Context: an optimization exercise on an open-source flow, tuned for small area, a short achievable clock period and few clock cycles per item. The choices shown serve that exercise and are no tape-out recipe.
In this exercise RTL edits were held to simulation tests only and were not proved equivalent to the original.

### run.sh
#!/bin/bash
# synth_recipe.tcl (not shown) runs the flow's synth.tcl, then flattens the netlist and writes it again
# the make line also repeats each setting of config.mk as NAME=value (left out here)
make -C /OpenROAD-flow-scripts/flow DESIGN_CONFIG=/design/flow/config.mk WORK_HOME=/design/flow/orfs CLKGATE_MAP_FILE= SYNTH_SCRIPT=/design/flow/synth_recipe.tcl finish
### config.mk
export PLATFORM = sky130hd
export DESIGN_NAME = rf_siphash
export DESIGN_NICKNAME = rf_siphash
export VERILOG_FILES = /design/flow/design.v
export SDC_FILE = /design/flow/constraint.sdc
export NUM_CORES = 4
export LEC_CHECK = 0
export CAP_MARGIN = 20
export CORE_MARGIN = 2
export CORE_UTILIZATION = 40
export SETUP_SLACK_MARGIN = 0.2
export SLEW_MARGIN = 20
### constraint.sdc
create_clock -name core_clock -period 8.0 [get_ports {clk}]
set_input_delay 1.6000 -clock core_clock [delete_from_list [all_inputs] [get_ports {clk}]]
set_output_delay 1.6000 -clock core_clock [all_outputs]
set_load 0.01 [all_outputs]
### design.v
module rf_siphash (
    input  wire         clk,
    input  wire         rst,
    input  wire         key_we,
    input  wire [127:0] key,
    input  wire         in_valid,
    output wire         in_ready,
    input  wire [7:0]   in_prof,
    input  wire [7:0]   in_fam,
    input  wire [127:0] in_addr,
    input  wire [7:0]   in_plen,
    output wire         out_valid,
    input  wire         out_ready,
    output wire [63:0]  out_hash
);
    reg [63:0] k0, k1;
    always @(posedge clk) begin
        if (key_we) begin
            k0 <= key[63:0];
            k1 <= key[127:64];
        end
    end
    wire [31:0]  v4_mask = (in_plen >= 8'd32)  ? {32{1'b1}}  : ~({32{1'b1}}  >> in_plen[4:0]);
    wire [127:0] v6_mask = (in_plen >= 8'd128) ? {128{1'b1}} : ~({128{1'b1}} >> in_plen[6:0]);
    reg [127:0] addr_m;
    always @(*) begin
        case (in_fam)
            8'h00:   addr_m = {in_addr[127:80], 80'd0};
            8'h04:   addr_m = {in_addr[127:96] & v4_mask, 96'd0};
            8'h06:   addr_m = in_addr & v6_mask;
            default: addr_m = in_addr;
        endcase
    end
    wire [7:0] ab [0:15];
    genvar gi;
    generate
        for (gi = 0; gi < 16; gi = gi + 1) begin : g_ab
            assign ab[gi] = addr_m[127-8*gi -: 8];
        end
    endgenerate
    wire [63:0] w0 = {ab[5], ab[4], ab[3], ab[2], ab[1], ab[0], in_fam, in_prof};
    wire [63:0] w1 = {ab[13], ab[12], ab[11], ab[10], ab[9], ab[8], ab[7], ab[6]};
    wire [63:0] w2 = {8'd18, 40'd0, ab[15], ab[14]};
    reg  [63:0] v0, v1, v2, v3;
    wire [63:0] a0;
    sip_add u_a0 (.a(v0), .b(v1), .s(a0));
    wire [63:0] a1 = {v1[50:0], v1[63:51]} ^ a0;
    wire [63:0] a0r = {a0[31:0], a0[63:32]};
    wire [63:0] a2;
    sip_add u_a2 (.a(v2), .b(v3), .s(a2));
    wire [63:0] a3 = {v3[47:0], v3[63:48]} ^ a2;
    wire [63:0] b0;
    sip_add u_b0 (.a(a0r), .b(a3), .s(b0));
    wire [63:0] b2;
    sip_add u_b2 (.a(a2), .b(a1), .s(b2));
    wire [63:0] a3r = {a3[42:0], a3[63:43]};
    wire [63:0] a1r = {a1[46:0], a1[63:47]};
    wire [63:0] b2r = {b2[31:0], b2[63:32]};
    wire [63:0] b3 = a3r ^ b0;
    wire [63:0] b1 = a1r ^ b2;
    wire [63:0] hx = b1 ^ a3r ^ b2r;
    reg        busy;
    reg [3:0]  cnt;
    reg        ovalid;
    reg [63:0] hash;
    wire last   = busy && (cnt == 4'd9);
    wire take   = busy && (cnt == 4'd5);      
    wire accept = take && !ovalid;
    wire redo   = take && ovalid;
    wire start  = (!busy || last) && in_valid;
    wire init   = start || redo;
    assign in_ready  = accept;
    assign out_valid = ovalid;
    assign out_hash  = hash;
    wire [63:0] x0 = (cnt == 4'd1) ? w0 : (cnt == 4'd3) ? w1 : (cnt == 4'd5) ? w2 : 64'd0;
    wire [63:0] x3 = (cnt == 4'd1) ? w1 : (cnt == 4'd3) ? w2 : 64'd0;
    wire [63:0] x2 = (cnt == 4'd5) ? 64'h00000000000000ff : 64'd0;
    always @(posedge clk) begin
        if (init) begin
            v0 <= k0 ^ 64'h736f6d6570736575;
            v1 <= k1 ^ 64'h646f72616e646f6d;
            v2 <= k0 ^ 64'h6c7967656e657261;
            v3 <= k1 ^ 64'h7465646279746573 ^ w0;
        end else begin
            v0 <= b0 ^ x0;
            v1 <= b1;
            v2 <= b2r ^ x2;
            v3 <= b3 ^ x3;
        end
        if (last)
            hash <= hx;
    end
    always @(posedge clk) begin
        if (rst) begin
            busy   <= 1'b0;
            cnt    <= 4'd0;
            ovalid <= 1'b0;
        end else begin
            if (init)
                cnt <= 4'd0;
            else
                cnt <= cnt + 4'd1;
            if (start)
                busy <= 1'b1;
            else if (last)
                busy <= 1'b0;
            if (last)
                ovalid <= 1'b1;
            else if (out_ready)
                ovalid <= 1'b0;
        end
    end
endmodule
module sip_add (
    input  wire [63:0] a,
    input  wire [63:0] b,
    output wire [63:0] s
);
    wire [63:0] p = a ^ b;
    reg  [63:0] g, q;
    integer l, i, j;
    always @(*) begin
        g = a & b;
        q = p;
        for (l = 0; l < 6; l = l + 1)
            for (i = 0; i < 64; i = i + 1)
                if (i & (1 << l)) begin
                    j = (i & ~((1 << l) - 1)) - 1;
                    g[i] = g[i] | (q[i] & g[j]);
                    q[i] = q[i] & q[j];
                end
    end
    assign s = p ^ {g[62:0], 1'b0};
endmodule
==> results of run 1 <==
[per-stage QoR]
step | cell area (sq um) | setup slack (ns) | instances | hold slack, ns
after floorplan | 32000 | 2.21 | 3468 | 0.421
after global placement | 38200 | 0.241 | 4975 | 0.462
after detailed placement | 38200 | 0.351 | 4975 | 0.453
after CTS | 40200 | 0.289 | 5078 | 0.483
after global routing | 40200 | 0.247 | 5078 | 0.501
final | 40200 | 0.404 | 5082 | 0.483
[registers in the layout, summed over array words and instances, names as in the netlist]
signal  count
cnt         4
hash       64
busy        1
v2         64
v0         64
k1         64
k0         64
v3         64
ovalid      1
v1         64
[cell usage in the layout (no fill, tap or decap), drive strengths merged, types with 9 or more instances in the layout]
cell / n
clkdlybuf4s50: 349
a21oi: 265
o31ai: 14
nor2b: 20
inv: 108
clkbuf: 77
ha: 250
xor2: 358
clkinv: 10
o22ai: 73
nand3: 43
xnor3: 11
edfxtp: 192
xnor2: 440
o21a: 35
or3: 11
nor3: 41
nand2b: 20
and2: 21
a211oi: 12
buf: 208
a21o: 72
o21bai: 29
o211ai: 39
dfxtp: 262
o21ai: 271
or2: 17
nor2: 270
and4: 9
nand4: 20
a31oi: 9
a21boi: 20
mux2i: 18
fa: 24
and3: 20
nand2: 295
[metal layers]
metal	track usage, %	vias up	wire length, um
met3	16.1	314	25400
met2	56.6	2057	67200
met1	56.7	14400	71500
li1	-	13200	-
met4	14.7	2	7470
met5	0	-	8
[cell type report]
class                           count  area share [%]
Tap cell                         1050            3.26
Multi-Input combinational cell   2812            50.8
Clock buffer                       77            4.31
Clock inverter                     26           0.644
Timing Repair Buffer              557            12.7
Inverter                          102           0.951
Antenna cell                        4          0.0249
Sequential cell                   454            27.4
[worst paths after layout]
path / endpoint / cells after the start / slack (ns)
setup / recovery: hash[63]$_DFFE_PP_ / 26 / 0.40
hold / removal: v0[46]$_DFF_P_ / 1 / 0.48
setup reg to reg: hash[63]$_DFFE_PP_ / 26 / 0.40
hold reg to reg: v0[46]$_DFF_P_ / 1 / 0.48
[what timing repair did]
action | 4_1_cts | 5_1_grt
hold buffers | 0 | 0
hold endpoints to repair | 0 | 0
gates resized for setup | 0 | 3
setup endpoints to repair | 0 | 25
[kinds of logic after synthesis]
logic type	after synthesis
and+or+nand+nor	806
AOI/OAI and AO/OA	902
DFF	454
adders and majority gates	274
buffers and inverters	202
xor gates and xnor gates	810
muxes	20
==> results.txt, run 1 <==
----------------------------------------------------
[Outcome]
  Result of the run ... complete, no violations

[Final layout]
  Combined area of the multi-input logic cells ... 0.0204 sq mm
  Proportion of layout cells with a drive suffix above 1 ... 9.56%
  Area of all sequential standard cells ... 0.0110 sq mm
  Utilization after layout ... 50.9%
  Final net count ... 4541
  Layout-stage area growth over the synthesis result ... 25.6%
  Final-layout fill cell count ... 7543

[Routing]
  Iteration count of the initial detailed-routing pass ... 5
  DRC violations left ... 0
  Overall via count from detail_route ... 30000
  Antenna-violating nets left ... 0
  Avg WL per Cell ... 33.8 um
  Aggregate routed wire length ... 172000 um
  Via-to-Cell Ratio ... 5.90
  Violation count after the first detailed-route iteration ... 4250

[Yosys]
  Post-synth top area cell ... sky130_fd_sc_hd__edfxtp_1
  Proportion of synthesized area in mux cells ... 0.632%
  Post-Synthesis Net Count ... 4027
  Synth Warn # ... 2
  Number of register bits inferred by synthesis ... 454
  Count of mapped cells out of synthesis ... 3468
  Compound-Gate Fraction of Synth Area ... 17.2%
  Cell types with the largest area share after synthesis ... sky130_fd_sc_hd__edfxtp_1, sky130_fd_sc_hd__dfxtp_1, sky130_fd_sc_hd__xnor2_1, sky130_fd_sc_hd__ha_1, sky130_fd_sc_hd__xor2_1
  Async set or reset register ratio after synthesis ... 0%
  Count of distinct cell types in the synthesized netlist ... 87
  List of most frequent post-synthesis cells ... sky130_fd_sc_hd__xnor2_1, sky130_fd_sc_hd__xor2_1, sky130_fd_sc_hd__nand2_1
  Average size of a mapped cell ... 9.24 sq um
  Cell with the most instances after synthesis ... sky130_fd_sc_hd__xnor2_1
  Main flop type after synthesis ... sky130_fd_sc_hd__dfxtp_1
  Simple-gate area share of the yosys netlist ... 11.2%
  Fraction of synthesized cell area taken by the top area cell type ... 18.0%
  Synthesized-area fraction occupied by adder cells ... 11.3%
  Mapped Area ... 0.0320 sq mm
  Combinational family with the most area after synthesis ... XOR/XNOR gates
  Count of flip-flops with a built-in enable after synthesis ... 192
  Seq/Total Area, Yosys ... 34.4%
  Post-synthesis share of cell area spent on xor and xnor gates ... 23.0%

[Clock network]
  Root Buffer Master ... sky130_fd_sc_hd__clkbuf_16
  Clock-pin slew on the worst setup and hold paths ... 0.06 ns
  H-tree lvl count ... 2
  Total clock sinks ... 454
  Clock buffer depth ... 3
  Number of CTS-inserted buffers ... 55
  # Post-CTS Setup Buffers ... 0
  Clock network latency to the later pin of the worst-skew pair ... 0.65 ns
  Clock tree from TritonCTS ... done

[Timing]
  Final Max Slew Viols ... 0
  Pin slew with the least headroom to its limit ... 1.22 ns
  Fin crit share ... 94.9%
  Number of failing setup endpoints in the final timing report ... 0
  Headroom to the max-slew limit ... 18.4%
  Hold Violations, Final ... 0
  Min Clock Period, post-route ... 7.60 ns
  Max Clock Skew ... 0.0343 ns
  RSZ-0062 raised after global routing ... no
  Fmax ... 0.132 GHz
  Setup_tns ... 0 ns

[Setup path]
  Nature of the critical path endpoint ... flip-flop
  Critical path buffers and inverters ... 3
  Kind of cell adding the most delay to the critical path ... compound AO/OA/AOI/OAI gates
  Critical Path Start ... v1[0]$_DFF_P_
  Type of the worst setup path ... flip-flop to flip-flop
  Crit path largest cell delay ... 0.60 ns
  Start of the worst register-to-register path ... v1[0]$_DFF_P_
  Most repeated library cell on the critical path ... sky130_fd_sc_hd__a21oi_1
  Data arrival time of the critical path ... 7.96 ns
  Worst-path fanout max ... 6
  Worst-path cell with the longest stage delay ... sky130_fd_sc_hd__xor2_1
  Required time worst endpoint ... 8.37 ns
  Critical Path Source Type ... flip-flop

[Place]
  Post-detailed-placement half-perimeter wirelength ... 145000 um
  Port-buffer cells ... 350
  Final weighted congestion of routability-driven global placement ... 1.08

[GRT]
  Global-route usage over all layers ... 40.8%
  Total grt overflow ... 0
  Via count of the first global-routing pass ... 28100
  Antenna violations before repair ... 9
  First-pass GRT wire length ... 227000 um
  Maximum number of pins on one net before global-route repair ... 129

[Floorplanning]
  Count of standard-cell rows ... 103
  Die height ... 287 um
  Die Footprint ... 0.0824 sq mm
  Initial Util ... 40.5%
  Total I/O pin count ... 351
  Horizontal die dimension ... 287 um
  Core Box Area ... 0.0791 sq mm

[Min path]
  Hold Crit Start ... k0[46]$_DFFE_PP_
  Hold WC Path Type ... flip-flop to flip-flop

[Run]
  Number of maximum-capacitance violations ... 0

----------------------------------------------------
Testbench counts, summed over its fixed seeds: cycles 20,496, items 2,048.
==> inputs of run 2 (changes only) <==
==> flow/run.sh (new file) <==
#!/bin/bash
# The standard layout (standard synthesis, floorplan, placement, CTS and
# routing), with the ports buffered by the smallest buffer cell instead of
# the clkdlybuf4s50_1 that buffer_ports picks by default.
set -euo pipefail
bash standard.sh "BUFFER_PORTS_ARGS=-buffer_cell sky130_fd_sc_hd__buf_1" finish > standard_flow.log 2>&1
==> standard.sh (new file) <==
#!/bin/bash
# synth_recipe.tcl (not shown) runs the flow's synth.tcl, then flattens the netlist and writes it again
# the make line also repeats each setting of config.mk as NAME=value (left out here)
make -C /OpenROAD-flow-scripts/flow DESIGN_CONFIG=/design/flow/config.mk WORK_HOME=/design/flow/orfs CLKGATE_MAP_FILE= SYNTH_SCRIPT=/design/flow/synth_recipe.tcl "${@:-finish}"
--- a/config.mk
+++ b/config.mk
@@ -9,4 +9,5 @@
 export CORE_MARGIN = 2
-export CORE_UTILIZATION = 40
-export SETUP_SLACK_MARGIN = 0.2
+export CORE_UTILIZATION = 55
+export PLACE_DENSITY = 0.7
+export SETUP_SLACK_MARGIN = 1.25
 export SLEW_MARGIN = 20
removed: run.sh
==> results.txt, run 2 <==
----------------------------------------------------
[Yosys]
  Post-synth top area cell ... sky130_fd_sc_hd__edfxtp_1 (unchanged)
  Post-Synthesis Net Count ... 4027 (unchanged)
  Count of flip-flops with a built-in enable after synthesis ... 192 (unchanged)
  Cell types with the largest area share after synthesis ... sky130_fd_sc_hd__edfxtp_1, sky130_fd_sc_hd__dfxtp_1, sky130_fd_sc_hd__xnor2_1, sky130_fd_sc_hd__ha_1, sky130_fd_sc_hd__xor2_1 (unchanged)
  Async set or reset register ratio after synthesis ... 0% (unchanged)
  Cell with the most instances after synthesis ... sky130_fd_sc_hd__xnor2_1 (unchanged)
  Number of register bits inferred by synthesis ... 454 (unchanged)
  Count of distinct cell types in the synthesized netlist ... 87 (unchanged)
  Fraction of synthesized cell area taken by the top area cell type ... 18.0% (unchanged)
  Main flop type after synthesis ... sky130_fd_sc_hd__dfxtp_1 (unchanged)
  Mapped Area ... 0.0320 sq mm (unchanged)
  Synth Warn # ... 2 (unchanged)
  Average size of a mapped cell ... 9.24 sq um (unchanged)
  Seq/Total Area, Yosys ... 34.4% (unchanged)
  List of most frequent post-synthesis cells ... sky130_fd_sc_hd__xnor2_1, sky130_fd_sc_hd__xor2_1, sky130_fd_sc_hd__nand2_1 (unchanged)
  Count of mapped cells out of synthesis ... 3468 (unchanged)

[Clock network]
  Root Buffer Master ... sky130_fd_sc_hd__clkbuf_16 (unchanged)
  Clock buffer depth ... 3 (unchanged)
  H-tree lvl count ... 2 (unchanged)
  Number of CTS-inserted buffers ... 54 (was 55)
  Clock network latency to the later pin of the worst-skew pair ... 0.64 ns (was 0.65 ns)
  Clock-pin slew on the worst setup and hold paths ... 0.06 ns (about the same)
  Clock tree from TritonCTS ... done (unchanged)
  Total clock sinks ... 454 (unchanged)

[Final layout]
  Commonest cells after routing, fill and taps aside ... sky130_fd_sc_hd__xnor2_1, sky130_fd_sc_hd__buf_1, sky130_fd_sc_hd__xor2_1 (was sky130_fd_sc_hd__xnor2_1, sky130_fd_sc_hd__clkdlybuf4s50_1, sky130_fd_sc_hd__xor2_1)
  Post-Layout Inst Area ... 0.0382 sq mm (was 0.0402 sq mm)
  Final-layout fill cell count ... 4908 (was 7543)
  Layout-stage area growth over the synthesis result ... 19.2% (was 25.6%)
  Final net count ... 4498 (was 4541)
  Area of all sequential standard cells ... 0.0110 sq mm (about the same)
  Combined area of the multi-input logic cells ... 0.0213 sq mm (was 0.0204 sq mm)
  Most common cell after layout, fill and taps aside ... sky130_fd_sc_hd__xnor2_1 (unchanged)
  Proportion of layout cells with a drive suffix above 1 ... 11.5% (was 9.56%)

[Routing]
  Aggregate routed wire length ... 159000 um (was 172000 um)
  Antenna-violating nets left ... 0 (unchanged)
  Violation count after the first detailed-route iteration ... 4678 (was 4250)
  Via-to-Cell Ratio ... 6.51 (was 5.90)
  Overall via count from detail_route ... 31000 (was 30000)
  Iteration count of the initial detailed-routing pass ... 6 (was 5)
  DRC violations left ... 0 (unchanged)
  Avg WL per Cell ... 33.4 um (was 33.8 um)

[Timing]
  Fmax ... 0.147 GHz (was 0.132 GHz)
  Final Max Slew Viols ... 0 (unchanged)
  Pin slew with the least headroom to its limit ... 1.31 ns (was 1.22 ns)
  Final-layout worst hold slack ... 0.480 ns (was 0.483 ns)
  Hold Violations, Final ... 0 (unchanged)
  Number of failing setup endpoints in the final timing report ... 0 (unchanged)
  Fin crit share ... 85.1% (was 94.9%)
  Headroom to the max-slew limit ... 12.4% (was 18.4%)
  Setup_tns ... 0 ns (unchanged)
  RSZ-0062 raised after global routing ... yes (was no)
  Max Clock Skew ... 0.0240 ns (was 0.0343 ns)
  Min Clock Period, post-route ... 6.81 ns (was 7.60 ns)

[Setup path]
  Critical path buffers and inverters ... 1 (was 3)
  Worst-path fanout max ... 8 (was 6)
  Nature of the critical path endpoint ... flip-flop (unchanged)
  Worst-path cell with the longest stage delay ... sky130_fd_sc_hd__xor2_1 (unchanged)
  Data arrival time of the critical path ... 7.25 ns (was 7.96 ns)
  Kind of cell adding the most delay to the critical path ... compound AO/OA/AOI/OAI gates (unchanged)
  Crit path largest cell delay ... 0.47 ns (was 0.60 ns)
  Required time worst endpoint ... 8.44 ns (was 8.37 ns)
  Critical Path Source Type ... flip-flop (unchanged)
  Type of the worst setup path ... flip-flop to flip-flop (unchanged)
  Worst-path cell chain ... ha_1 > a211oi_1 > o21ai_0 > nor2_1 > o32ai_1 > a21oi_4 > o21ai_4 > a2111oi_0 > nor2_1 > xor2_1 > ha_1 > inv_1 > or2_2 > or3_1 > o211ai_1 > a22oi_1 > nand2_1 > a21oi_2 > o31ai_2 > nor3b_4 > xnor2_1 > xnor2_1 > xor2_1

[Place]
  Port-buffer cells ... 350 (unchanged)
  Final weighted congestion of routability-driven global placement ... 1.12 (was 1.08)
  Post-detailed-placement half-perimeter wirelength ... 131000 um (was 145000 um)
  Placed cell areas ... 0.0349 sq mm (was 0.0382 sq mm)

[Floorplanning]
  Count of standard-cell rows ... 88 (was 103)
  Die Footprint ... 0.0602 sq mm (was 0.0824 sq mm)
  Initial Util ... 55.5% (was 40.5%)
  Total I/O pin count ... 351 (unchanged)
  Horizontal die dimension ... 245 um (was 287 um)
  Core Box Area ... 0.0577 sq mm (was 0.0791 sq mm)
  Die height ... 245 um (was 287 um)

[GRT]
  Via count of the first global-routing pass ... 27500 (was 28100)
  Maximum number of pins on one net before global-route repair ... 186 (was 129)
  Antenna violations before repair ... 15 (was 9)
  First-pass GRT wire length ... 210000 um (was 227000 um)
  Total grt overflow ... 0 (unchanged)
  Global-route usage over all layers ... 50.9% (was 40.8%)

[Min path]
  Hold WC Path Type ... flip-flop to flip-flop (unchanged)

[Outcome]
  Result of the run ... complete, no violations (unchanged)

[Run]
  Number of maximum-capacitance violations ... 0 (unchanged)

----------------------------------------------------
-- run 2: cell counts after synthesis --
Identical to the previous run, type by type.
-- run 2: through the flow --
stage	setup WS (ns)	utilization, %	instances
floorplan	2.21	-	3468
global placement	0.302	60.5	4601
detailed placement	0.282	60.5	4601
CTS	1.26	64.6	4713
global route	1.07	66.2	4751
finish	1.19	66.2	4756
-- run 2: area by class of cell --
class,count,share of cell area (%)
clock inverters,28,0.838
repair buffers,515,6.79
inverters,102,1.00
well taps,765,2.51
flip-flops and latches,454,28.8
diodes,7,0.0459
multi-input cells,2812,55.8
clock buffers,73,4.21
-- run 2: logic make-up after synthesis --
kind of cell / count (synthesis) / share of synthesized area (%)
DFF: 454 / 34.4
adders and majority gates: 274 / 11.3
xor gates and xnor gates: 810 / 23.0
muxes: 20 / 0.632
and+or+nand+nor: 806 / 11.2
AOI/OAI and AO/OA: 902 / 17.2
buffers and inverters: 202 / 2.37
-- run 2: metal layers --
layer | global-route usage [%] | wire (um) | vias up
met5 | 0 | 230 | -
met4 | 25.9 | 9870 | 14
met3 | 24.1 | 29400 | 456
met2 | 67.1 | 59900 | 2822
met1 | 68.4 | 59300 | 14600
li1 | - | - | 13100
-- run 2: path summary, 6_finish.rpt --
| kind | end | startpoint | slack (ns) | cells after the start |
|---|---|---|---|---|
| min reg2reg | v2[50]$_DFF_P_ | k0[50]$_DFFE_PP_ | 0.48 | 2 |
| max | hash[60]$_DFFE_PP_ | v1[17]$_DFF_P_ | 1.19 | 23 |
| max reg2reg | hash[60]$_DFFE_PP_ | v1[17]$_DFF_P_ | 1.19 | 23 |
| min | v2[50]$_DFF_P_ | k0[50]$_DFFE_PP_ | 0.48 | 2 |
-- run 2: timing repair --
item | CTS | global route
setup buffers | 11 | 36
pin swaps | 12 | 44
setup endpoints to repair | 189 | 121
hold buffers | 0 | 0
resized for setup | 47 | 111
-- run 2: worst register-to-register path: cells and delay by family (launching register included) --
| family | cells | cell delay (ns) |
|---|---|---|
| compound gates | 10 | 2.60 |
| fa+ha+maj | 2 | 0.62 |
| simple gates | 6 | 1.75 |
| buf+inv | 1 | 0.08 |
| xor+xnor | 4 | 1.09 |
| flops | 1 | 0.45 |
==> inputs of run 3 (changes only) <==
--- a/config.mk
+++ b/config.mk
@@ -11,3 +11,3 @@
 export PLACE_DENSITY = 0.7
-export SETUP_SLACK_MARGIN = 1.25
+export SETUP_SLACK_MARGIN = 1.5
 export SLEW_MARGIN = 20
==> results.txt, run 3 <==
----------------------------------------------------
[Final layout]
  Final net count ... 4526 (was 4498)
  Combined area of the multi-input logic cells ... 0.0218 sq mm (was 0.0213 sq mm)
  Filler-free cell count of the finished design ... 4781 (was 4756)
  Commonest cells after routing, fill and taps aside ... sky130_fd_sc_hd__xnor2_1, sky130_fd_sc_hd__buf_1, sky130_fd_sc_hd__xor2_1 (unchanged)
  Area of all sequential standard cells ... 0.0110 sq mm (about the same)
  Proportion of layout cells with a drive suffix above 1 ... 14.0% (was 11.5%)
  Most common cell after layout, fill and taps aside ... sky130_fd_sc_hd__xnor2_1 (unchanged)
  Layout-stage area growth over the synthesis result ... 21.5% (was 19.2%)
  Final-layout fill cell count ... 4824 (was 4908)

[Clock network]
  Clock network latency to the later pin of the worst-skew pair ... 0.64 ns (about the same)
  Number of CTS-inserted buffers ... 54 (unchanged)
  Root Buffer Master ... sky130_fd_sc_hd__clkbuf_16 (unchanged)
  Clock buffer depth ... 3 (unchanged)
  H-tree lvl count ... 2 (unchanged)
  Clock-pin slew on the worst setup and hold paths ... 0.06 ns (about the same)
  Total clock sinks ... 454 (unchanged)
  Clock tree from TritonCTS ... done (unchanged)
  Number of buffers inserted by hold repair at cts ... 0 (unchanged)

[Place]
  Port-buffer cells ... 350 (unchanged)
  Placed Cells incl. Taps ... 4601 (unchanged)
  Post-detailed-placement half-perimeter wirelength ... 131000 um (unchanged)
  Final weighted congestion of routability-driven global placement ... 1.12 (unchanged)

[GRT]
  Global-route usage over all layers ... 51.0% (was 50.9%)
  Antenna violations before repair ... 9 (was 15)
  Maximum number of pins on one net before global-route repair ... 186 (unchanged)
  Total grt overflow ... 0 (unchanged)
  Via count of the first global-routing pass ... 27600 (was 27500)
  First-pass GRT wire length ... 210000 um (about the same)

[Timing]
  Max Clock Skew ... 0.0274 ns (was 0.0240 ns)
  Headroom to the max-slew limit ... 9.34% (was 12.4%)
  Pin slew with the least headroom to its limit ... 1.36 ns (was 1.31 ns)
  Final Max Slew Viols ... 0 (unchanged)
  Fin crit share ... 82.1% (was 85.1%)
  Min Clock Period, post-route ... 6.57 ns (was 6.81 ns)
  Setup_tns ... 0 ns (unchanged)
  Hold Violations, Final ... 0 (unchanged)
  RSZ-0062 raised after global routing ... yes (unchanged)
  Number of failing setup endpoints in the final timing report ... 0 (unchanged)
  Fmax ... 0.152 GHz (was 0.147 GHz)

[Setup path]
  Worst-path cell with the longest stage delay ... sky130_fd_sc_hd__dfxtp_1 (was sky130_fd_sc_hd__xor2_1)
  Setup slack of the most critical reg-to-reg path ... 1.43 ns (was 1.19 ns)
  End point of the critical path ... v0[56]$_DFF_P_ (was hash[60]$_DFFE_PP_)
  Cell depth of the worst flop-to-flop path ... 22 (was 23)
  Type of the worst setup path ... flip-flop to flip-flop (unchanged)
  Crit path largest cell delay ... 0.67 ns (was 0.47 ns)
  Nature of the critical path endpoint ... flip-flop (unchanged)
  Required time worst endpoint ... 8.45 ns (was 8.44 ns)
  Start of the worst register-to-register path ... v3[23]$_DFF_P_ (was v1[17]$_DFF_P_)
  Critical Path Start ... v3[23]$_DFF_P_ (was v1[17]$_DFF_P_)
  Critical Path Source Type ... flip-flop (unchanged)
  Worst-path cell chain ... ha_1 > nand4_1 > or3_4 > a2111oi_4 > nor2_4 > o31ai_4 > a21oi_2 > xnor2_2 > xor2_2 > buf_4 > ha_1 > a21oi_1 > o211ai_1 > buf_4 > o31a_1 > nand3_1 > o211ai_1 > a221o_1 > nor2_1 > xnor2_1 > xnor2_1 > a21boi_0 (was ha_1 > a211oi_1 > o21ai_0 > nor2_1 > o32ai_1 > a21oi_4 > o21ai_4 > a2111oi_0 > nor2_1 > xor2_1 > ha_1 > inv_1 > or2_2 > or3_1 > o211ai_1 > a22oi_1 > nand2_1 > a21oi_2 > o31ai_2 > nor3b_4 > xnor2_1 > xnor2_1 > xor2_1)
  Data arrival time of the critical path ... 7.03 ns (was 7.25 ns)
  Worst reg2reg endpoint ... v0[56]$_DFF_P_ (was hash[60]$_DFFE_PP_)
  Worst-path fanout max ... 5 (was 8)

[Yosys]
  Main flop type after synthesis ... sky130_fd_sc_hd__dfxtp_1 (unchanged)
  Cell types with the largest area share after synthesis ... sky130_fd_sc_hd__edfxtp_1, sky130_fd_sc_hd__dfxtp_1, sky130_fd_sc_hd__xnor2_1, sky130_fd_sc_hd__ha_1, sky130_fd_sc_hd__xor2_1 (unchanged)
  Mapped Area ... 0.0320 sq mm (unchanged)
  Seq/Total Area, Yosys ... 34.4% (unchanged)
  List of most frequent post-synthesis cells ... sky130_fd_sc_hd__xnor2_1, sky130_fd_sc_hd__xor2_1, sky130_fd_sc_hd__nand2_1 (unchanged)
  Synth Warn # ... 2 (unchanged)
  Post-Synthesis Net Count ... 4027 (unchanged)
  Count of mapped cells out of synthesis ... 3468 (unchanged)
  Count of flip-flops with a built-in enable after synthesis ... 192 (unchanged)
  Cell with the most instances after synthesis ... sky130_fd_sc_hd__xnor2_1 (unchanged)
  Average size of a mapped cell ... 9.24 sq um (unchanged)
  Number of register bits inferred by synthesis ... 454 (unchanged)
  Async set or reset register ratio after synthesis ... 0% (unchanged)
  Count of distinct cell types in the synthesized netlist ... 87 (unchanged)
  Post-synth top area cell ... sky130_fd_sc_hd__edfxtp_1 (unchanged)
  Fraction of synthesized cell area taken by the top area cell type ... 18.0% (unchanged)

[Min path]
  Hold WC Path Type ... flip-flop to flip-flop (unchanged)

[Floorplanning]
  Die height ... 245 um (unchanged)
  Count of standard-cell rows ... 88 (unchanged)
  Core Box Area ... 0.0577 sq mm (unchanged)
  Total I/O pin count ... 351 (unchanged)
  Initial Util ... 55.5% (unchanged)
  Horizontal die dimension ... 245 um (unchanged)
  Die Footprint ... 0.0602 sq mm (unchanged)

[Routing]
  DRC violations left ... 0 (unchanged)
  Avg WL per Cell ... 33.3 um (was 33.4 um)
  Aggregate routed wire length ... 159000 um (about the same)
  Violation count after the first detailed-route iteration ... 4661 (was 4678)
  Overall via count from detail_route ... 31000 (about the same)
  Antenna-violating nets left ... 0 (unchanged)
  Via-to-Cell Ratio ... 6.49 (was 6.51)
  Iteration count of the initial detailed-routing pass ... 6 (unchanged)

[Run]
  Number of maximum-capacitance violations ... 0 (unchanged)

[Outcome]
  Result of the run ... complete, no violations (unchanged)

----------------------------------------------------
==> run 3: cell counts after synthesis <==
No cell type changed its count.
==> run 3: worst min path at each step <==
stage               cells after the start              from             end
finish                                  2  k0[50]$_DFFE_PP_  v2[50]$_DFF_P_
floorplan                               2  k0[10]$_DFFE_PP_  v2[10]$_DFF_P_
CTS                                     2  k0[50]$_DFFE_PP_  v2[50]$_DFF_P_
detailed placement                      1  k0[29]$_DFFE_PP_  v0[29]$_DFF_P_
global route                            2  k0[50]$_DFFE_PP_  v2[50]$_DFF_P_
global placement                        2  k0[50]$_DFFE_PP_  v2[50]$_DFF_P_
==> run 3: metal layers <==
metal  track usage, %  up-vias  routed length [um]
met1             68.0    14700               60000
met3             25.0      508               28900
met4             25.6        8               10300
met5                0        -                  45
met2             67.7     2702               60100
li1                 -    13100                   -
==> run 3: layout make-up <==
type / count / area share [%]
sequential: 454 / 28.3
tap: 765 / 2.46
inverter: 102 / 0.984
timing repair buffer: 543 / 7.19
clock inverter: 28 / 0.823
antenna: 4 / 0.0257
multi-input combinational: 2812 / 56.1
clock buffer: 73 / 4.14
==> run 3: cell families after synthesis <==
family	synth area share (%)
compound gates	17.2
xor+xnor	23.0
simple gates	11.2
flops	34.4
fa+ha+maj	11.3
buf+inv	2.37
mux	0.632
==> run 3: repair_timing <==
item,in CTS,in global routing
setup endpoints to repair,232,141
resized for setup,96,159
buffers inserted,27,48
pin swaps,26,85
==> run 3: metrics by stage <==
stage | instance area, sq um | setup WS (ns) | utilization (%) | hold WS (ns)
floorplan | 32000 | 2.21 | - | 0.421
global placement | 34900 | 0.302 | 60.5 | 0.458
detailed placement | 34900 | 0.282 | 60.5 | 0.459
CTS | 37700 | 1.43 | 65.3 | 0.482
global route | 38900 | 1.33 | 67.4 | 0.500
finish | 38900 | 1.43 | 67.5 | 0.478
==> run 3: critical path, delay by kind of cell, from the launching register on <==
kind	cells	cell delay [ns]
AO/OA/AOI/OAI	9	2.25
adder cells (fa/ha/maj)	2	0.64
XOR/XNOR	4	1.31
flip-flops	1	0.67
buffers and inverters	2	0.39
AND/OR/NAND/NOR	5	1.07
==> inputs of run 4 (changes only) <==
--- a/config.mk
+++ b/config.mk
@@ -10,4 +10,7 @@
 export CORE_UTILIZATION = 55
+export CTS_BUF_LIST = sky130_fd_sc_hd__clkbuf_8
+export CTS_CLUSTER_DIAMETER = 60
+export CTS_CLUSTER_SIZE = 20
 export PLACE_DENSITY = 0.7
-export SETUP_SLACK_MARGIN = 1.5
+export SETUP_SLACK_MARGIN = 2.0
 export SLEW_MARGIN = 20
==> results.txt, run 4 <==
----------------------------------------------------
[Yosys]
  Cell types with the largest area share after synthesis ... sky130_fd_sc_hd__edfxtp_1, sky130_fd_sc_hd__dfxtp_1, sky130_fd_sc_hd__xnor2_1, sky130_fd_sc_hd__ha_1, sky130_fd_sc_hd__xor2_1 (unchanged)
  Number of register bits inferred by synthesis ... 454 (unchanged)
  Seq/Total Area, Yosys ... 34.4% (unchanged)
  Post-Synthesis Net Count ... 4027 (unchanged)
  Average size of a mapped cell ... 9.24 sq um (unchanged)
  Synth Warn # ... 2 (unchanged)
  Post-synth top area cell ... sky130_fd_sc_hd__edfxtp_1 (unchanged)
  Mapped Area ... 0.0320 sq mm (unchanged)
  List of most frequent post-synthesis cells ... sky130_fd_sc_hd__xnor2_1, sky130_fd_sc_hd__xor2_1, sky130_fd_sc_hd__nand2_1 (unchanged)
  Fraction of synthesized cell area taken by the top area cell type ... 18.0% (unchanged)
  Count of flip-flops with a built-in enable after synthesis ... 192 (unchanged)
  Main flop type after synthesis ... sky130_fd_sc_hd__dfxtp_1 (unchanged)
  Cell with the most instances after synthesis ... sky130_fd_sc_hd__xnor2_1 (unchanged)
  Count of distinct cell types in the synthesized netlist ... 87 (unchanged)
  Count of mapped cells out of synthesis ... 3468 (unchanged)
  Async set or reset register ratio after synthesis ... 0% (unchanged)

[Final layout]
  Final net count ... 4621 (was 4526)
  Layout-stage area growth over the synthesis result ... 28.2% (was 21.5%)
  Most common cell after layout, fill and taps aside ... sky130_fd_sc_hd__buf_1 (was sky130_fd_sc_hd__xnor2_1)
  Commonest cells after routing, fill and taps aside ... sky130_fd_sc_hd__buf_1, sky130_fd_sc_hd__xnor2_1, sky130_fd_sc_hd__nand2_1 (was sky130_fd_sc_hd__xnor2_1, sky130_fd_sc_hd__buf_1, sky130_fd_sc_hd__xor2_1)
  Post-Layout Inst Area ... 0.0411 sq mm (was 0.0389 sq mm)
  Proportion of layout cells with a drive suffix above 1 ... 22.6% (was 14.0%)
  Final-layout fill cell count ... 4502 (was 4824)

[Floorplanning]
  Die height ... 245 um (unchanged)
  Total I/O pin count ... 351 (unchanged)
  Die Footprint ... 0.0602 sq mm (unchanged)
  Horizontal die dimension ... 245 um (unchanged)
  Core Box Area ... 0.0577 sq mm (unchanged)
  Count of standard-cell rows ... 88 (unchanged)
  Initial Util ... 55.5% (unchanged)

[Min path]
  Hold WC Path Type ... flip-flop to flip-flop (unchanged)

[Clock network]
  Total clock sinks ... 454 (unchanged)
  Number of CTS-inserted buffers ... 45 (was 54)
  Clock network latency to the later pin of the worst-skew pair ... 0.73 ns (was 0.64 ns)
  Clock buffer depth ... 3 (unchanged)
  Clock tree from TritonCTS ... done (unchanged)
  Root Buffer Master ... sky130_fd_sc_hd__clkbuf_8 (was sky130_fd_sc_hd__clkbuf_16)
  Clock-pin slew on the worst setup and hold paths ... 0.12 ns (was 0.06 ns)
  Number of buffers inserted by hold repair at cts ... 0 (unchanged)
  H-tree lvl count ... 2 (unchanged)

[Place]
  Placed cell areas ... 0.0349 sq mm (unchanged)
  Port-buffer cells ... 350 (unchanged)
  Final weighted congestion of routability-driven global placement ... 1.12 (unchanged)
  Post-detailed-placement half-perimeter wirelength ... 131000 um (unchanged)

[Setup path]
  Kind of cell adding the most delay to the critical path ... compound AO/OA/AOI/OAI gates (unchanged)
  Critical path buffers and inverters ... 4 (was 2)
  Worst-path cell with the longest stage delay ... sky130_fd_sc_hd__dfxtp_2 (was sky130_fd_sc_hd__dfxtp_1)
  Type of the worst setup path ... flip-flop to flip-flop (unchanged)
  Nature of the critical path endpoint ... flip-flop (unchanged)
  Worst-path fanout max ... 7 (was 5)
  Required time worst endpoint ... 8.43 ns (was 8.45 ns)
  Critical Path Source Type ... flip-flop (unchanged)
  Crit path largest cell delay ... 0.39 ns (was 0.67 ns)
  Data arrival time of the critical path ... 6.84 ns (was 7.03 ns)

[Timing]
  Fin crit share ... 80.1% (was 82.1%)
  Final Max Slew Viols ... 0 (unchanged)
  Min Clock Period, post-route ... 6.41 ns (was 6.57 ns)
  Fmax ... 0.156 GHz (was 0.152 GHz)
  Hold Violations, Final ... 0 (unchanged)
  RSZ-0062 raised after global routing ... yes (unchanged)
  Number of failing setup endpoints in the final timing report ... 0 (unchanged)
  Headroom to the max-slew limit ... 10.3% (was 9.34%)
  Pin slew with the least headroom to its limit ... 1.34 ns (was 1.36 ns)
  Max Clock Skew ... 0.0498 ns (was 0.0274 ns)
  Setup_tns ... 0 ns (unchanged)

[Routing]
  Avg WL per Cell ... 33.3 um (about the same)
  Via-to-Cell Ratio ... 6.56 (was 6.49)
  Overall via count from detail_route ... 31900 (was 31000)
  Violation count after the first detailed-route iteration ... 4943 (was 4661)
  Antenna-violating nets left ... 0 (unchanged)
  DRC violations left ... 0 (unchanged)
  Iteration count of the initial detailed-routing pass ... 10 (was 6)
  Aggregate routed wire length ... 162000 um (was 159000 um)

[GRT]
  Maximum number of pins on one net before global-route repair ... 186 (unchanged)
  Antenna violations before repair ... 10 (was 9)
  Total grt overflow ... 0 (unchanged)
  Global-route usage over all layers ... 51.7% (was 51.0%)
  Via count of the first global-routing pass ... 28200 (was 27600)
  First-pass GRT wire length ... 213000 um (was 210000 um)

[Outcome]
  Result of the run ... complete, no violations (unchanged)

[Run]
  Number of maximum-capacitance violations ... 0 (unchanged)

----------------------------------------------------
run 4: layer usage:
layer	GRT usage (%)	up-vias	routed length [um]
met5	0	-	161
li1	-	13300	-
met4	26.6	4	10900
met2	68.7	2993	61800
met3	23.8	574	29800
met1	69.5	15100	59800
run 4: worst paths after layout:
| check | start | to | slack (ns) | depth (start not counted) |
|---|---|---|---|---|
| worst max-delay path | v1[11]$_DFF_P_ | hash[63]$_DFFE_PP_ | 1.59 | 27 |
| worst min-delay path | k0[50]$_DFFE_PP_ | v2[50]$_DFF_P_ | 0.49 | 2 |
| worst max register to register | v1[11]$_DFF_P_ | hash[63]$_DFFE_PP_ | 1.59 | 27 |
| worst min register to register | k0[50]$_DFFE_PP_ | v2[50]$_DFF_P_ | 0.49 | 2 |
run 4: cell families (layout without fill, tap and decap cells):
| family | count (synthesis) | count (layout) | synth area share [%] |
|---|---|---|---|
| DFF | 454 | 454 | 34.4 |
| muxes | 20 | 20 | 0.632 |
| and+or+nand+nor | 806 | 806 | 11.2 |
| xor gates and xnor gates | 810 | 810 | 23.0 |
| buffers and inverters | 202 | 833 | 2.37 |
| adders and majority gates | 274 | 274 | 11.3 |
| AOI/OAI and AO/OA | 902 | 902 | 17.2 |
| other | 0 | 8 | 0 |
run 4: what timing repair did:
item,in CTS,in global routing
endpoints found under the setup margin,270,185
pin swaps,137,161
setup buffers,100,79
gates resized for setup,343,304
run 4: tightest hold or removal path, cell delays in order, from the launching register on:
cell,delay [ns]
sky130_fd_sc_hd__edfxtp_1,0.34
sky130_fd_sc_hd__nand2_1,0.07
sky130_fd_sc_hd__nand2_1,0.06
run 4: area by class of cell:
cell class	count	area, sq um	area share, %
multi-input cells	2812	23900	58.1
flip-flops and latches	454	11100	26.9
repair buffers	647	3680	8.96
well taps	765	957	2.33
clock buffers	47	647	1.57
clock inverters	37	474	1.15
inverters	102	385	0.938
diodes	8	20.0	0.0487
run 4: stage by stage:
stage / util (%) / hold WS (ns) / setup slack, ns / cells
after floorplan: - / 0.421 / 2.21 / 3468
after global placement: 60.5 / 0.458 / 0.302 / 4601
after detailed placement: 60.5 / 0.459 / 0.282 / 4601
after CTS: 67.2 / 0.493 / 1.90 / 4785
after global routing: 71.2 / 0.497 / 1.55 / 4865
final: 71.2 / 0.495 / 1.59 / 4872
==> inputs of run 5 (changes only) <==
--- a/config.mk
+++ b/config.mk
@@ -9,7 +9,5 @@
 export CORE_MARGIN = 2
-export CORE_UTILIZATION = 55
+export CORE_UTILIZATION = 60
 export CTS_BUF_LIST = sky130_fd_sc_hd__clkbuf_8
-export CTS_CLUSTER_DIAMETER = 60
-export CTS_CLUSTER_SIZE = 20
-export PLACE_DENSITY = 0.7
+export PLACE_DENSITY = 0.75
 export SETUP_SLACK_MARGIN = 2.0
==> results.txt, run 5 <==
----------------------------------------------------
[Outcome]
  Result of the run ... complete, no violations (unchanged)

[Timing]
  Final-layout worst hold slack ... 0.491 ns (was 0.495 ns)
  Final Max Slew Viols ... 0 (unchanged)
  Max Clock Skew ... 0.0363 ns (was 0.0498 ns)
  Number of failing setup endpoints in the final timing report ... 0 (unchanged)
  Headroom to the max-slew limit ... 9.22% (was 10.3%)
  Fin crit share ... 78.9% (was 80.1%)
  Pin slew with the least headroom to its limit ... 1.36 ns (was 1.34 ns)
  Hold Violations, Final ... 0 (unchanged)
  Min Clock Period, post-route ... 6.31 ns (was 6.41 ns)
  RSZ-0062 raised after global routing ... yes (unchanged)
  Setup_tns ... 0 ns (unchanged)
  Fmax ... 0.158 GHz (was 0.156 GHz)

[GRT]
  Via count of the first global-routing pass ... 29600 (was 28200)
  Maximum number of pins on one net before global-route repair ... 174 (was 186)
  First-pass GRT wire length ... 213000 um (about the same)
  Global-route usage over all layers ... 55.1% (was 51.7%)
  Antenna violations before repair ... 14 (was 10)
  Total grt overflow ... 0 (unchanged)

[Setup path]
  Critical path buffers and inverters ... 4 (unchanged)
  Worst-path fanout max ... 8 (was 7)
  Worst-path cell with the longest stage delay ... sky130_fd_sc_hd__dfxtp_1 (was sky130_fd_sc_hd__dfxtp_2)
  Kind of cell adding the most delay to the critical path ... compound AO/OA/AOI/OAI gates (unchanged)
  Critical Path Source Type ... flip-flop (unchanged)
  Type of the worst setup path ... flip-flop to flip-flop (unchanged)
  Data arrival time of the critical path ... 6.78 ns (was 6.84 ns)
  Crit path largest cell delay ... 0.60 ns (was 0.39 ns)
  Required time worst endpoint ... 8.47 ns (was 8.43 ns)
  Nature of the critical path endpoint ... flip-flop (unchanged)

[Yosys]
  Simple-gate area share of the yosys netlist ... 11.2% (unchanged)
  Post-synth top area cell ... sky130_fd_sc_hd__edfxtp_1 (unchanged)
  Async set or reset register ratio after synthesis ... 0% (unchanged)
  Cell types with the largest area share after synthesis ... sky130_fd_sc_hd__edfxtp_1, sky130_fd_sc_hd__dfxtp_1, sky130_fd_sc_hd__xnor2_1, sky130_fd_sc_hd__ha_1, sky130_fd_sc_hd__xor2_1 (unchanged)
  Average size of a mapped cell ... 9.24 sq um (unchanged)
  Count of distinct cell types in the synthesized netlist ... 87 (unchanged)
  Count of mapped cells out of synthesis ... 3468 (unchanged)
  Mapped Area ... 0.0320 sq mm (unchanged)
  Number of register bits inferred by synthesis ... 454 (unchanged)
  List of most frequent post-synthesis cells ... sky130_fd_sc_hd__xnor2_1, sky130_fd_sc_hd__xor2_1, sky130_fd_sc_hd__nand2_1 (unchanged)
  Synth Warn # ... 2 (unchanged)
  Synthesized-area fraction occupied by adder cells ... 11.3% (unchanged)
  Proportion of synthesized area in mux cells ... 0.632% (unchanged)
  Post-Synthesis Net Count ... 4027 (unchanged)
  Seq/Total Area, Yosys ... 34.4% (unchanged)
  Main flop type after synthesis ... sky130_fd_sc_hd__dfxtp_1 (unchanged)
  Compound-Gate Fraction of Synth Area ... 17.2% (unchanged)
  Combinational family with the most area after synthesis ... XOR/XNOR gates (unchanged)
  Count of flip-flops with a built-in enable after synthesis ... 192 (unchanged)
  Cell with the most instances after synthesis ... sky130_fd_sc_hd__xnor2_1 (unchanged)
  Post-synthesis share of cell area spent on xor and xnor gates ... 23.0% (unchanged)
  Fraction of synthesized cell area taken by the top area cell type ... 18.0% (unchanged)

[Clock network]
  Total clock sinks ... 454 (unchanged)
  Clock tree from TritonCTS ... done (unchanged)
  Clock buffer depth ... 3 (unchanged)
  Root Buffer Master ... sky130_fd_sc_hd__clkbuf_8 (unchanged)
  Number of buffers inserted by hold repair at cts ... 0 (unchanged)
  Clock network latency to the later pin of the worst-skew pair ... 0.73 ns (about the same)
  H-tree lvl count ... 3 (was 2)
  Clock-pin slew on the worst setup and hold paths ... 0.06 ns (was 0.12 ns)
  Number of CTS-inserted buffers ... 82 (was 45)

[Final layout]
  Layout-stage area growth over the synthesis result ... 28.6% (was 28.2%)
  Commonest cells after routing, fill and taps aside ... sky130_fd_sc_hd__buf_1, sky130_fd_sc_hd__xnor2_1, sky130_fd_sc_hd__nand2_1 (unchanged)
  Combined area of the multi-input logic cells ... 0.0236 sq mm (was 0.0239 sq mm)
  Area of all sequential standard cells ... 0.0110 sq mm (was 0.0111 sq mm)
  Proportion of layout cells with a drive suffix above 1 ... 22.1% (was 22.6%)
  Most common cell after layout, fill and taps aside ... sky130_fd_sc_hd__buf_1 (unchanged)
  Final-layout fill cell count ... 3568 (was 4502)
  Final net count ... 4647 (was 4621)
  Filler-free cell count of the finished design ... 4870 (was 4872)

[Routing]
  DRC violations left ... 0 (unchanged)
  Via-to-Cell Ratio ... 6.81 (was 6.56)
  Iteration count of the initial detailed-routing pass ... 9 (was 10)
  Avg WL per Cell ... 33.2 um (was 33.3 um)
  Violation count after the first detailed-route iteration ... 5829 (was 4943)
  Aggregate routed wire length ... 162000 um (about the same)
  Antenna-violating nets left ... 0 (unchanged)
  Overall via count from detail_route ... 33100 (was 31900)

[Place]
  Placed Cells incl. Taps ... 4520 (was 4601)
  Port-buffer cells ... 350 (unchanged)
  Post-detailed-placement half-perimeter wirelength ... 126000 um (was 131000 um)
  Final weighted congestion of routability-driven global placement ... 1.14 (was 1.12)

[Run]
  Number of maximum-capacitance violations ... 0 (unchanged)

[Floorplanning]
  Count of standard-cell rows ... 84 (was 88)
  Die height ... 235 um (was 245 um)
  Die Footprint ... 0.0553 sq mm (was 0.0602 sq mm)
  Initial Util ... 60.9% (was 55.5%)
  Total I/O pin count ... 351 (unchanged)
  Core Box Area ... 0.0527 sq mm (was 0.0577 sq mm)
  Horizontal die dimension ... 235 um (was 245 um)

[Min path]
  Hold WC Path Type ... flip-flop to flip-flop (unchanged)

----------------------------------------------------
-- run 5: cell counts after synthesis --
Identical to the previous run, type by type.
-- run 5: layer usage --
layer  part of all wire, %  global-route usage (%)
met2                    37                    71.8
met4                   8.7                    34.2
met5                  0.26                  0.0866
met1                    35                    69.7
met3                    19                    31.1
-- run 5: final cells by class --
class	count	area share, %
clock buffer	98	3.27
antenna	25	0.152
clock inverter	55	0.741
tap	688	2.09
sequential	454	26.8
multi-input combinational	2812	57.3
inverter	102	0.941
timing repair buffer	636	8.70
-- run 5: logic make-up (layout without fill, tap and decap cells) --
logic type,after synthesis,count (layout)
and+or+nand+nor,806,806
adders and majority gates,274,274
other,0,25
DFF,454,454
xor gates and xnor gates,810,810
muxes,20,20
buffers and inverters,202,891
AOI/OAI and AO/OA,902,902
-- run 5: metrics by stage --
| step | cell area (sq um) | worst slack, ns | util (%) |
|---|---|---|---|
| floorplan | 32000 | 2.21 | - |
| global placement | 34800 | 0.529 | 66.0 |
| detailed placement | 34800 | 0.531 | 66.0 |
| CTS | 38800 | 1.95 | 73.8 |
| global route | 41200 | 1.58 | 78.2 |
| finish | 41200 | 1.69 | 78.3 |
-- run 5: worst reg2reg max path: stages, from the launching register on --
cell and delay [ns]:
sky130_fd_sc_hd__dfxtp_1 0.60, sky130_fd_sc_hd__ha_4 0.22, sky130_fd_sc_hd__and4_2 0.28, sky130_fd_sc_hd__nand3_1 0.15
sky130_fd_sc_hd__or2_2 0.35, sky130_fd_sc_hd__o32ai_2 0.28, sky130_fd_sc_hd__a21oi_4 0.06, sky130_fd_sc_hd__buf_12 0.16
sky130_fd_sc_hd__o21ai_4 0.21, sky130_fd_sc_hd__a31o_4 0.25, sky130_fd_sc_hd__xor2_4 0.25, sky130_fd_sc_hd__buf_12 0.14
sky130_fd_sc_hd__xor2_4 0.22, sky130_fd_sc_hd__ha_4 0.26, sky130_fd_sc_hd__nand4_1 0.11, sky130_fd_sc_hd__buf_4 0.14
sky130_fd_sc_hd__a211oi_1 0.05, sky130_fd_sc_hd__a211oi_1 0.27, sky130_fd_sc_hd__o211ai_1 0.14, sky130_fd_sc_hd__buf_4 0.17
sky130_fd_sc_hd__a22oi_2 0.21, sky130_fd_sc_hd__a21oi_2 0.11, sky130_fd_sc_hd__o31a_1 0.32, sky130_fd_sc_hd__or2_4 0.28
sky130_fd_sc_hd__a21oi_2 0.17, sky130_fd_sc_hd__xnor3_2 0.34, sky130_fd_sc_hd__xnor2_2 0.25, sky130_fd_sc_hd__xnor2_1 0.09
-- run 5: repair_timing --
| action | CTS | global route |
|---|---|---|
| hold endpoints to repair | 0 | 0 |
| pin swaps | 103 | 154 |
| endpoints found under the setup margin | 255 | 201 |
| resized for setup | 295 | 306 |
| setup buffers | 87 | 85 |
-- run 5: worst paths after layout --
kind,start,to,slack (ns),cells after the start
hold reg to reg,k0[41]$_DFFE_PP_,v0[41]$_DFF_P_,0.49,2
setup / recovery,v1[24]$_DFF_P_,hash[63]$_DFFE_PP_,1.69,27
hold / removal,k0[41]$_DFFE_PP_,v0[41]$_DFF_P_,0.49,2
setup reg to reg,v1[24]$_DFF_P_,hash[63]$_DFFE_PP_,1.69,27
==> inputs of run 6 (changes only) <==
--- a/config.mk
+++ b/config.mk
@@ -12,3 +12,3 @@
 export PLACE_DENSITY = 0.75
-export SETUP_SLACK_MARGIN = 2.0
+export SETUP_SLACK_MARGIN = 1.75
 export SLEW_MARGIN = 20
==> results.txt, run 6 <==
----------------------------------------------------
[Setup path]
  Crit path largest cell delay ... 0.44 ns (was 0.60 ns)
  Kind of cell adding the most delay to the critical path ... compound AO/OA/AOI/OAI gates (unchanged)
  Critical Path Source Type ... flip-flop (unchanged)
  Data arrival time of the critical path ... 6.84 ns (was 6.78 ns)
  Nature of the critical path endpoint ... flip-flop (unchanged)
  Most repeated library cell on the critical path ... sky130_fd_sc_hd__a21oi_2
  Worst-path cell with the longest stage delay ... sky130_fd_sc_hd__xor2_2 (was sky130_fd_sc_hd__dfxtp_1)
  Type of the worst setup path ... flip-flop to flip-flop (unchanged)
  Required time worst endpoint ... 8.45 ns (was 8.47 ns)
  Critical path buffers and inverters ... 3 (was 4)
  Worst-path fanout max ... 4 (was 8)

[Final layout]
  Final-layout fill cell count ... 3969 (was 3568)
  Area of all sequential standard cells ... 0.0110 sq mm (about the same)
  Filler-free cell count of the finished design ... 4792 (was 4870)
  Commonest cells after routing, fill and taps aside ... sky130_fd_sc_hd__xnor2_1, sky130_fd_sc_hd__buf_1, sky130_fd_sc_hd__nand2_1 (was sky130_fd_sc_hd__buf_1, sky130_fd_sc_hd__xnor2_1, sky130_fd_sc_hd__nand2_1)
  Layout-stage area growth over the synthesis result ... 22.2% (was 28.6%)
  Proportion of layout cells with a drive suffix above 1 ... 16.8% (was 22.1%)
  Combined area of the multi-input logic cells ... 0.0222 sq mm (was 0.0236 sq mm)
  Utilization after layout ... 74.4% (was 78.3%)
  Most common cell after layout, fill and taps aside ... sky130_fd_sc_hd__xnor2_1 (was sky130_fd_sc_hd__buf_1)
  Final net count ... 4577 (was 4647)

[Yosys]
  Cell with the most instances after synthesis ... sky130_fd_sc_hd__xnor2_1 (unchanged)
  Count of distinct cell types in the synthesized netlist ... 87 (unchanged)
  Post-Synthesis Net Count ... 4027 (unchanged)
  List of most frequent post-synthesis cells ... sky130_fd_sc_hd__xnor2_1, sky130_fd_sc_hd__xor2_1, sky130_fd_sc_hd__nand2_1 (unchanged)
  Count of flip-flops with a built-in enable after synthesis ... 192 (unchanged)
  Post-synth top area cell ... sky130_fd_sc_hd__edfxtp_1 (unchanged)
  Count of mapped cells out of synthesis ... 3468 (unchanged)
  Async set or reset register ratio after synthesis ... 0% (unchanged)
  Average size of a mapped cell ... 9.24 sq um (unchanged)
  Main flop type after synthesis ... sky130_fd_sc_hd__dfxtp_1 (unchanged)
  Mapped Area ... 0.0320 sq mm (unchanged)
  Fraction of synthesized cell area taken by the top area cell type ... 18.0% (unchanged)
  Synth Warn # ... 2 (unchanged)
  Number of register bits inferred by synthesis ... 454 (unchanged)
  Cell types with the largest area share after synthesis ... sky130_fd_sc_hd__edfxtp_1, sky130_fd_sc_hd__dfxtp_1, sky130_fd_sc_hd__xnor2_1, sky130_fd_sc_hd__ha_1, sky130_fd_sc_hd__xor2_1 (unchanged)
  Seq/Total Area, Yosys ... 34.4% (unchanged)

[Clock network]
  Clock-pin slew on the worst setup and hold paths ... 0.07 ns (was 0.06 ns)
  Root Buffer Master ... sky130_fd_sc_hd__clkbuf_8 (unchanged)
  Clock network latency to the later pin of the worst-skew pair ... 0.72 ns (was 0.73 ns)
  Clock buffer depth ... 3 (unchanged)
  H-tree lvl count ... 3 (unchanged)
  Number of CTS-inserted buffers ... 82 (unchanged)
  Number of buffers inserted by hold repair at cts ... 0 (unchanged)
  Total clock sinks ... 454 (unchanged)
  Clock tree from TritonCTS ... done (unchanged)

[Routing]
  Iteration count of the initial detailed-routing pass ... 8 (was 9)
  Via-to-Cell Ratio ... 6.73 (was 6.81)
  DRC violations left ... 0 (unchanged)
  Avg WL per Cell ... 32.8 um (was 33.2 um)
  Antenna-violating nets left ... 0 (unchanged)
  Violation count after the first detailed-route iteration ... 5627 (was 5829)
  Aggregate routed wire length ... 157000 um (was 162000 um)
  Overall via count from detail_route ... 32200 (was 33100)

[GRT]
  Antenna violations before repair ... 18 (was 14)
  Global-route usage over all layers ... 54.2% (was 55.1%)
  First-pass GRT wire length ... 209000 um (was 213000 um)
  Maximum number of pins on one net before global-route repair ... 174 (unchanged)
  Via count of the first global-routing pass ... 29000 (was 29600)
  Total grt overflow ... 0 (unchanged)

[Place]
  Post-detailed-placement half-perimeter wirelength ... 126000 um (unchanged)
  Final weighted congestion of routability-driven global placement ... 1.14 (unchanged)
  Port-buffer cells ... 350 (unchanged)
  Placed Cells incl. Taps ... 4520 (unchanged)
  Worst setup slack after placement ... 0.531 ns (unchanged)

[Timing]
  Fin crit share ... 79.9% (was 78.9%)
  Min Clock Period, post-route ... 6.40 ns (was 6.31 ns)
  Pin slew with the least headroom to its limit ... 1.14 ns (was 1.36 ns)
  Headroom to the max-slew limit ... 23.6% (was 9.22%)
  Final worst-path setup slack ... 1.60 ns (was 1.69 ns)
  Setup_tns ... 0 ns (unchanged)
  Number of failing setup endpoints in the final timing report ... 0 (unchanged)
  Fmax ... 0.156 GHz (was 0.158 GHz)
  Hold Violations, Final ... 0 (unchanged)
  Final Max Slew Viols ... 0 (unchanged)
  RSZ-0062 raised after global routing ... yes (unchanged)
  Max Clock Skew ... 0.0301 ns (was 0.0363 ns)

[Floorplanning]
  Die Footprint ... 0.0553 sq mm (unchanged)
  Initial Util ... 60.9% (unchanged)
  Count of standard-cell rows ... 84 (unchanged)
  Core Box Area ... 0.0527 sq mm (unchanged)
  Total I/O pin count ... 351 (unchanged)
  Horizontal die dimension ... 235 um (unchanged)
  Die height ... 235 um (unchanged)

[Min path]
  Hold WC Path Type ... flip-flop to flip-flop (unchanged)

[Run]
  Number of maximum-capacitance violations ... 0 (unchanged)

[Outcome]
  Result of the run ... complete, no violations (unchanged)

----------------------------------------------------
## run 6: cell types whose count changed in the layout (fill, tap and decap cells not counted), sizes merged
cell / delta
buf: -70
diode: -8
## run 6: final cells by class
| type | instances | share of cell area, % |
|---|---|---|
| multi-input cells | 2812 | 56.7 |
| flip-flops and latches | 454 | 28.2 |
| repair buffers | 566 | 7.65 |
| clock buffers | 98 | 3.44 |
| well taps | 688 | 2.20 |
| inverters | 102 | 0.978 |
| clock inverters | 55 | 0.780 |
| diodes | 17 | 0.109 |
## run 6: cell families (layout without fill, tap and decap cells)
kind of cell | after synthesis | count (layout) | synth area share [%]
compound gates | 902 | 902 | 17.2
xor+xnor | 810 | 810 | 23.0
fa+ha+maj | 274 | 274 | 11.3
buf+inv | 202 | 821 | 2.37
flops | 454 | 454 | 34.4
mux | 20 | 20 | 0.632
other cells | 0 | 17 | 0
simple gates | 806 | 806 | 11.2
## run 6: what timing repair did
action                     CTS  global route
gates resized for setup    193           162
pin swaps                   64           100
buffers inserted            48            54
setup endpoints to repair  228           164
## run 6: per-stage QoR
step | instance area [sq um] | hold slack, ns
after CTS | 38000 | 0.475
after global routing | 39100 | 0.508
final | 39200 | 0.469
after floorplan | 32000 | 0.421
after global placement | 34800 | 0.451
after detailed placement | 34800 | 0.442
## run 6: worst paths after layout
check	slack [ns]	to	cells past startpoint	start
max	1.60	hash[63]$_DFFE_PP_	27	v3[0]$_DFF_P_
min	0.47	v2[44]$_DFF_P_	2	k0[44]$_DFFE_PP_
max reg2reg	1.60	hash[63]$_DFFE_PP_	27	v3[0]$_DFF_P_
min reg2reg	0.47	v2[44]$_DFF_P_	2	k0[44]$_DFFE_PP_
## run 6: layer usage
metal / GRT usage (%) / wire (um) / up-vias
met5: 0.952 / 176 / -
met4: 33.6 / 12600 / 18
met3: 30.2 / 30400 / 717
met2: 70.4 / 58300 / 3275
met1: 68.8 / 55600 / 15000
li1: - / - / 13200
## run 6: tightest hold or removal path, cell delays in order, from the launching register on
cell and delay [ns]:
sky130_fd_sc_hd__edfxtp_1 0.33, sky130_fd_sc_hd__nand2_1 0.07, sky130_fd_sc_hd__nand2_1 0.05

==> static timing again, ports no longer ideal <==
The flow's constraints put no driver on any port. The routed layouts listed below were extracted and timed again, unchanged, in two steps. Step 1 sets driving cells, clkbuf_16 on the clock port and buf_2 on the other inputs (assumed; they add their load-dependent delay and slew). Step 2 adds t to the input delays and takes it off the output delays; t is the mean of the earliest and latest rising clock arrival at the registers after step 1. Input paths then give back, and output paths get back, about the clock's delay inside the block. a / b / c = ideal ports / drivers / drivers and shift; a / b = the first two.
run | t (ns) | setup WS [ns] | worst setup path at the end | worst register clock-pin slew, ns | pins driven straight from the clock port
run 1 | 0.706 | 0.404 / 0.404 / 0.404 | register to register | 0.07 / 0.07 | 1
run 2 | 0.697 | 1.189 / 1.189 / 1.189 | register to register | 0.07 / 0.07 | 1
run 3 | 0.698 | 1.429 / 1.429 / 1.429 | register to register | 0.07 / 0.07 | 1
run 4 | 0.770 | 1.592 / 1.592 / 1.592 | register to register | 0.12 / 0.12 | 1
run 5 | 0.772 | 1.689 / 1.689 / 1.689 | register to register | 0.07 / 0.07 | 1
run 6 | 0.769 | 1.605 / 1.605 / 1.605 | register to register | 0.07 / 0.07 | 1
After both steps every run listed still meets setup and hold.
